Source: an optimization exercise on an open RTL-to-GDS flow (aim: small area). Production flows keep margins and buffers that such runs may drop.
The RTL was checked by simulation tests, not by an equivalence proof against the original design.
No activity file was given, so power comes from the tool's default toggle rates.

==> exp/onyx: inputs <==
// kt_seq_engine
module kt_seq_engine (
    input  wire         clk,
    input  wire         rst_n,        
    input  wire         start,
    input  wire         stop,
    input  wire         clr_trap,
    input  wire         cfg_we,
    input  wire [4:0]   cfg_addr,
    input  wire [63:0]  cfg_wdata,
    input  wire [4:0]   rd_addr,
    output wire [63:0]  rd_data,
    output wire [11:0]  pc,
    input  wire [127:0] instr,
    output wire [11:0]  tm_addr_f,
    output wire [11:0]  tm_addr_t,
    output wire [11:0]  tm_addr_d,
    output wire [11:0]  tm_addr_z,
    input  wire [63:0]  tm_rdata_f,
    input  wire [63:0]  tm_rdata_t,
    input  wire [63:0]  tm_rdata_d,
    input  wire [63:0]  tm_rdata_z,
    input  wire         vec_ready,
    output wire         vec_valid,
    output wire [31:0]  vec_xa,
    output wire [31:0]  vec_ya,
    output wire [31:0]  vec_z,
    output wire [63:0]  vec_data,
    output wire [47:0]  vec_vctl,
    output wire         vec_mtag,
    output wire         vec_last,
    output wire [31:0]  vec_seq,
    input  wire         fail_in,
    input  wire         mres_valid,
    input  wire         mres_pass,
    input  wire [7:0]   trig,
    input  wire [15:0]  fcond,
    input  wire         slp,
    input  wire         slx,
    output wire [3:0]   evt_pulse,
    output wire         evt_post,
    output wire [15:0]  evt_payload,
    output wire         sl_req,
    output wire [3:0]   sl_prof,
    output wire [2:0]   state,
    output reg  [2:0]   stopc,
    output reg  [3:0]   trap_cause,
    output reg  [11:0]  trap_pc
);
==> flow/config.mk <==
export PLATFORM = sky130hd
export DESIGN_NAME = kt_seq_engine
export DESIGN_NICKNAME = kt_seq_engine
export VERILOG_FILES = /design/flow/design.v
export SDC_FILE = /design/flow/constraint.sdc
export NUM_CORES = 4
export LEC_CHECK = 0
export CAP_MARGIN = 20
export CORE_MARGIN = 2
export CORE_UTILIZATION = 40
export PLACE_DENSITY = 0.6
export SLEW_MARGIN = 20
==> flow/constraint.sdc <==
create_clock -name core_clock -period 10.0 [get_ports {clk}]
set_input_delay 2.0000 -clock core_clock [delete_from_list [all_inputs] [get_ports {clk}]]
set_output_delay 2.0000 -clock core_clock [all_outputs]
set_load 0.01 [all_outputs]
run.sh (not shown) runs the stock make flow with config.mk's settings and CLKGATE_MAP_FILE= SYNTH_SCRIPT=/design/flow/synth_recipe.tcl, a recipe that flattens the netlist after the stock synthesis.
==> inputs of exp/nickel, as changes to exp/onyx <==
--- a/flow/design.v
+++ b/flow/design.v
@@ -120,16 +120,17 @@
     wire illegal = !flow_ok || xop == 3'd7 || yop == 3'd7 ||
                    (carry && xop != 3'd1 && xop != 3'd2) ||
                    aop[11] || dop[11:10] != 2'd0;
     function [31:0] incdec32;
         input [31:0] a;
         input        dec;
+        input        cin;
         reg          c;
         integer      n;
         begin
-            c = 1'b1;
+            c = cin;
             for (n = 0; n < 32; n = n + 1) begin
                 incdec32[n] = a[n] ^ c;
                 c = c & (a[n] ^ dec);
             end
         end
     endfunction
@@ -146,15 +147,18 @@
     wire y_inc = (yop == 3'd1);
     wire y_dec = (yop == 3'd2);
     wire x_wrap = (x_inc && x_eq_l) || (x_dec && x_eq_b);
     wire y_step = !carry || x_wrap;
     wire y_wrap_raw = (y_inc && y_eq_l) || (y_dec && y_eq_b);
     wire y_wrap = y_step && y_wrap_raw;
-    wire [31:0] x_id = incdec32(x, x_dec);
-    wire [31:0] y_id = incdec32(y, y_dec);
-    wire [31:0] z_id = incdec32(z, zop == 3'd2);
+    wire x_step = issue && ((x_inc && !x_eq_l) || (x_dec && !x_eq_b));
+    wire y_stepv = issue && y_step && ((y_inc && !y_eq_l) || (y_dec && !y_eq_b));
+    wire z_step = issue && (zop == 3'd1 || zop == 3'd2);
+    wire [31:0] x_id = incdec32(x, x_dec, x_step);
+    wire [31:0] y_id = incdec32(y, y_dec, y_stepv);
+    wire [31:0] z_id = incdec32(z, zop == 3'd2, z_step);
     reg [63:0] prbs_word;
     reg [30:0] prbs_s;
     reg        prbs_b;
     integer    k;
     always @(*) begin
         prbs_s = prbs;
@@ -294,40 +298,43 @@
     function cw;    
         input [4:0] n;
         cw = cfg_ok && (cfg_addr == n);
     endfunction
     wire [31:0] wlo_r0 = {32{rst_n}} & wlo;
     wire [31:0] wlo_r1 = {32{!rst_n}} | wlo;
-    wire sx_id = rst_n && running && ((x_inc && !x_eq_l) || (x_dec && !x_eq_b));
-    wire sx_b  = rst_n && running && ((x_inc && x_eq_l) || xop == 3'd3);
-    wire sx_l  = rst_n && running && ((x_dec && x_eq_b) || xop == 3'd4);
-    wire sx_y  = rst_n && running && xop == 3'd5;
-    wire sx_t  = rst_n && running && xop == 3'd6;
-    wire sx_w  = rst_n && !running;
+    wire x_ld  = issue && !x_step && xop != 3'd0;        
+    wire x_wr  = cw(5'd0);
+    wire sx_id = rst_n && !x_ld && !x_wr;
+    wire sx_b  = rst_n && x_ld && ((x_inc && x_eq_l) || xop == 3'd3);
+    wire sx_l  = rst_n && x_ld && ((x_dec && x_eq_b) || xop == 3'd4);
+    wire sx_y  = rst_n && x_ld && xop == 3'd5;
+    wire sx_t  = rst_n && x_ld && xop == 3'd6;
+    wire sx_w  = rst_n && x_wr;
     wire [31:0] x_in = ({32{sx_id}} & x_id) | ({32{sx_b}} & xb) | ({32{sx_l}} & xl) |
                        ({32{sx_y}} & y) | ({32{sx_t}} & tm_rdata_t[31:0]) | ({32{sx_w}} & wlo);
-    wire x_en = !rst_n || cw(5'd0) || (issue && xop != 3'd0);
-    wire sy_id = rst_n && running && ((y_inc && !y_eq_l) || (y_dec && !y_eq_b));
-    wire sy_b  = rst_n && running && ((y_inc && y_eq_l) || yop == 3'd3);
-    wire sy_l  = rst_n && running && ((y_dec && y_eq_b) || yop == 3'd4);
-    wire sy_x  = rst_n && running && yop == 3'd5;
-    wire sy_t  = rst_n && running && yop == 3'd6;
-    wire sy_w  = rst_n && !running;
+    wire y_ld  = issue && y_step && !y_stepv && yop != 3'd0;
+    wire y_wr  = cw(5'd1);
+    wire sy_id = rst_n && !y_ld && !y_wr;
+    wire sy_b  = rst_n && y_ld && ((y_inc && y_eq_l) || yop == 3'd3);
+    wire sy_l  = rst_n && y_ld && ((y_dec && y_eq_b) || yop == 3'd4);
+    wire sy_x  = rst_n && y_ld && yop == 3'd5;
+    wire sy_t  = rst_n && y_ld && yop == 3'd6;
+    wire sy_w  = rst_n && y_wr;
     wire [31:0] y_in = ({32{sy_id}} & y_id) | ({32{sy_b}} & yb) | ({32{sy_l}} & yl) |
                        ({32{sy_x}} & x) | ({32{sy_t}} & tm_rdata_t[63:32]) | ({32{sy_w}} & wlo);
-    wire y_en = !rst_n || cw(5'd1) || (issue && yop != 3'd0 && y_step);
-    wire sz_id = rst_n && running && (zop == 3'd1 || zop == 3'd2);
-    wire sz_x  = rst_n && running && zop == 3'd4;
-    wire sz_y  = rst_n && running && zop == 3'd5;
-    wire sz_a  = rst_n && running && zop == 3'd6;
-    wire sz_t  = rst_n && running && zop == 3'd7;
-    wire sz_w  = rst_n && !running;
+    wire z_ld  = issue && zop >= 3'd3;              
+    wire z_wr  = cw(5'd2);
+    wire sz_id = rst_n && !z_ld && !z_wr;
+    wire sz_x  = rst_n && z_ld && zop == 3'd4;
+    wire sz_y  = rst_n && z_ld && zop == 3'd5;
+    wire sz_a  = rst_n && z_ld && zop == 3'd6;
+    wire sz_t  = rst_n && z_ld && zop == 3'd7;
+    wire sz_w  = rst_n && z_wr;
     wire [31:0] z_in = ({32{sz_id}} & z_id) | ({32{sz_x}} & x) | ({32{sz_y}} & y) |
                        ({32{sz_a}} & {20'd0, taddr}) | ({32{sz_t}} & tm_rdata_t[31:0]) |
                        ({32{sz_w}} & wlo);
-    wire z_en = !rst_n || cw(5'd2) || (issue && zop != 3'd0);
     wire sd_w   = rst_n && !running;
     wire sd_not = rst_n && running && dopc == 3'd1;
     wire sd_rl  = rst_n && running && dopc == 3'd2;
     wire sd_rr  = rst_n && running && dopc == 3'd3;
     wire sd_td  = rst_n && running && dopc == 3'd4;
     wire sd_pr  = rst_n && running && dopc == 3'd5;
@@ -355,35 +362,60 @@
     genvar g;
     generate
         for (g = 0; g < 8; g = g + 1) begin : g_lcen
             assign lc_en[g] = !rst_n || cw(5'd12 + g) || (l_wr && lcn == g);
         end
     endgenerate
-    wire sp_w   = rst_n && !running;
-    wire sp_adv = rst_n && running;
+    wire sp_w   = rst_n && cw(5'd20);
+    wire sp_adv = rst_n && issue && padv;
+    wire sp_h   = rst_n && !sp_w && !sp_adv;
     wire w_prbs_zero = (cfg_wdata[30:0] == 31'd0);
     wire [30:0] prbs_in = ({31{sp_w}} & cfg_wdata[30:0]) | ({31{sp_adv}} & prbs_adv) |
                           {30'd0, !rst_n || (sp_w && w_prbs_zero)};
-    wire prbs_en = !rst_n || cw(5'd20) || (issue && padv);
     wire tmr_nz  = (tmr != 32'd0);
     wire tmr_one = (tmr == 32'd1);
     wire tmr_w   = cw(5'd21);
     wire tmr_s   = issue && is_sett;
     wire [31:0] tmr_dec = tmr - 32'd1;
     wire [31:0] tmr_in = ({32{rst_n && tmr_w}} & wlo) |
                          ({32{rst_n && tmr_s}} & {8'd0, imm24}) |
-                         ({32{rst_n && !tmr_w && !tmr_s}} & tmr_dec);
-    wire tmr_en = !rst_n || tmr_w || tmr_s || tmr_nz;
+                         ({32{rst_n && !tmr_w && !tmr_s && tmr_nz}} & tmr_dec);
+    reg [31:0] vcount_inc;
+    reg        vc_c;
+    integer    m;
+    always @(*) begin
+        vc_c = issue && emit;
+        for (m = 0; m < 32; m = m + 1) begin
+            vcount_inc[m] = vcount[m] ^ vc_c;
+            vc_c = vc_c & vcount[m];
+        end
+    end
+    wire [31:0] vcount_in = {32{rst_n && !start_go}} & vcount_inc;
+    wire pc_tgt = issue && ((is_jmp && cond) || call_go || loop_go);
+    wire pc_ret = issue && ret_go;
+    reg [11:0] pc_inc;
+    reg        pc_c;
+    always @(*) begin
+        pc_c = issue && !pc_tgt && !pc_ret;
+        for (m = 0; m < 12; m = m + 1) begin
+            pc_inc[m] = pc_r[m] ^ pc_c;
+            pc_c = pc_c & pc_r[m];
+        end
+    end
+    wire [11:0] pc_in = ({12{rst_n && start_go}} & entry) |
+                        ({12{rst_n && pc_tgt}} & tgt) |
+                        ({12{rst_n && pc_ret}} & stk_top) |
+                        ({12{rst_n && !start_go && !pc_tgt && !pc_ret}} & pc_inc);
     always @(posedge clk) begin
         if (call_go)
             stk[sp[3:0]] <= pc_next;
     end
     always @(posedge clk) begin
-        if (x_en)  x  <= x_in;
-        if (y_en)  y  <= y_in;
-        if (z_en)  z  <= z_in;
+        x <= x_in;
+        y <= y_in;
+        z <= z_in;
         if (!rst_n || cw(5'd3)) xb  <= wlo_r0;
         if (!rst_n || cw(5'd4)) yb  <= wlo_r0;
         if (!rst_n || cw(5'd5)) xl  <= wlo_r1;
         if (!rst_n || cw(5'd6)) yl  <= wlo_r1;
         if (!rst_n || cw(5'd7)) dmx <= wlo_r0;
         if (!rst_n || cw(5'd22)) dmy <= wlo_r0;
@@ -398,22 +430,22 @@
         if (lc_en[2]) lc2 <= l_in;
         if (lc_en[3]) lc3 <= l_in;
         if (lc_en[4]) lc4 <= l_in;
         if (lc_en[5]) lc5 <= l_in;
         if (lc_en[6]) lc6 <= l_in;
         if (lc_en[7]) lc7 <= l_in;
-        if (prbs_en) prbs <= prbs_in;
-        if (tmr_en)  tmr  <= tmr_in;
+        if (!sp_h) prbs <= prbs_in;
+        if (!rst_n || tmr_w || tmr_s || tmr_nz) tmr <= tmr_in;
+        vcount <= vcount_in;
+        pc_r <= pc_in;
         mcnt <= (issue && is_match) ? 8'd1 : mcnt + 8'd1;
     end
     always @(posedge clk) begin
         if (!rst_n) begin
             st         <= 2'b00;
-            pc_r       <= 12'd0;
             sp         <= 5'd0;
-            vcount     <= 32'd0;
             f_fail     <= 1'b0;
             f_match    <= 1'b0;
             f_zero     <= 1'b0;
             f_cx       <= 1'b0;
             f_cy       <= 1'b0;
             f_timer    <= 1'b0;
@@ -459,15 +491,13 @@
             else if (issue && is_cmplc)
                 f_zero <= (lc_sel == {12'd0, imm20});
             case (st)
                 2'b00, 2'b10: begin
                     if (start) begin
                         st     <= 2'b01;
-                        pc_r   <= entry;
                         sp     <= 5'd0;
-                        vcount <= 32'd0;
                         mhold  <= 1'b0;
                     end
                 end
                 2'b11: begin
                     if (clr_trap)
                         st <= 2'b00;
@@ -498,28 +528,20 @@
                         else
                             trap_cause <= 4'h4;
                     end
                 end
             endcase
             if (issue) begin
-                if ((is_jmp && cond) || call_go || loop_go)
-                    pc_r <= tgt;
-                else if (ret_go)
-                    pc_r <= stk_top;
-                else
-                    pc_r <= pc_next;
                 if (call_go)
                     sp <= sp + 5'd1;
                 else if (ret_go)
                     sp <= sp - 5'd1;
                 if (is_match)
                     mhold <= 1'b1;
                 if (stop_taken) begin
                     st    <= 2'b10;
                     stopc <= 3'd1;
                 end
-                if (emit)
-                    vcount <= vcount + 32'd1;
             end
         end
     end
 endmodule
==> flow/flow/run.sh (new file) <==
#!/bin/bash
# Own layout flow: the standard flow (standard.sh, unchanged synthesis), with
#  - plain buf_1 cells as the port buffers (every port still gets its buffer),
#  - a clock tree built from small clock buffers, without CTS dummy loads.
# make's full output goes to flow_make.log here; ORFS keeps each tool's log under orfs/logs/.
set -euo pipefail
export BUFFER_PORTS_ARGS="-buffer_cell sky130_fd_sc_hd__buf_1"
export CTS_ARGS="-sink_clustering_enable -repair_clock_nets -dont_use_dummy_load -buf_list {sky130_fd_sc_hd__clkbuf_4 sky130_fd_sc_hd__clkbuf_8} -sink_clustering_size 16 -sink_clustering_max_diameter 60"
bash standard.sh finish > flow_make.log 2>&1
==> flow/standard.sh (new file) <==
#!/bin/bash
# synth_recipe.tcl (not shown) runs the flow's synth.tcl, then flattens the netlist and writes it again
# the make line also repeats each setting of config.mk as NAME=value (left out here)
make -C /OpenROAD-flow-scripts/flow DESIGN_CONFIG=/design/flow/config.mk WORK_HOME=/design/flow/orfs CLKGATE_MAP_FILE= SYNTH_SCRIPT=/design/flow/synth_recipe.tcl "${@:-finish}"
- CAP_MARGIN: 20 -> 10
- CORE_UTILIZATION: 40 -> 55
- PLACE_DENSITY: 0.6 -> 0.7
- SLEW_MARGIN: 20 -> 10
removed: flow/run.sh
==> summary.txt <==
mapped cell area: 0.0684 mm²
adder-cell area share of the yosys netlist: 0.0104
worst reg2reg path endpoint: vcount[31]$_DFF_P_
worst path required time: 10.76 ns
fraction of area in multi-input gates: 0.432
count of different cell masters after synthesis: 90
Non-clock buffers: 1139
CP Launch Type: register
XOR/XNOR Fraction of Synth Area: 0.0752
WP data arrival: 10.54 ns
Antenna diodes: 62
synthesized area per cell: 10.8 µm²
status: no timing/DRC/antenna violations
layout net count: 7463
Via density: 8.19
Core Area: 0.124 mm²
GP Congestion: 1.15
Flop pwr share: 0.558
share of layout cells above drive strength 1: 0.119
sequential share of cell area: 0.437
mux contribution to synthesized area: 0.0638
-- figures above: exp/nickel

==> summary.txt <==
Core Area: 0.170 mm²
adder-cell area share of the yosys netlist: 0.00274
worst reg2reg path endpoint: prbs[8]$_DFFE_PP_
Area contributors post-synth: edfxtp_1 (47%), a22oi_1 (5.0%), xnor2_1 (4.3%), a221oi_1 (3.9%), xor2_1 (3.6%)
fraction of area in multi-input gates: 0.382
count of different cell masters after synthesis: 93
Max Cap Violations: 0
share of layout cells above drive strength 1: 0.126
worst path required time: 8.00 ns
WP data arrival: 6.73 ns
status: no timing/DRC/antenna violations
Total GRT Usage: 0.521
Via density: 7.61
setup TNS: 0 ns
synthesized area per cell: 11.0 µm²
Flop pwr share: 0.383
XOR/XNOR Fraction of Synth Area: 0.0784
Antenna diodes: 105
mapped cell area: 0.0686 mm²
-- figures above: exp/onyx

-- afterwards: timing with drivers on the ports --
How much do the figures lean on ideal ports? The routed layouts below were timed once more, with nothing changed but the port constraints. Step 1 (the two cells are an assumption about what drives the block):
set clk [get_ports {clk}]
set_driving_cell -lib_cell sky130_fd_sc_hd__clkbuf_16 $clk
set_driving_cell -lib_cell sky130_fd_sc_hd__buf_2 [delete_from_list [all_inputs] $clk]
Step 2, shift: input delay + t, output delay - t, t = (earliest + latest rising clock arrival at the registers) / 2. This alone moves slack from input paths to output paths. Slacks: no drivers / after step 1 / after step 2; pairs: no drivers / after step 1.
| run | t, ns | slack for setup (ns) | clock arrival spread, ns |
|---|---|---|---|
| exp/onyx | 0.897 | 1.268 / 1.236 / 1.236 | 0.060 / 0.060 |
| exp/nickel | 0.951 | 0.220 / 0.220 / -0.605 | 0.161 / 0.162 |
Met with ideal ports but missed after step 2: setup timing in exp/nickel. For exp/nickel, which loses most, drivers alone change the setup slack by 0.000 ns; drivers and shift together by -0.825 ns.
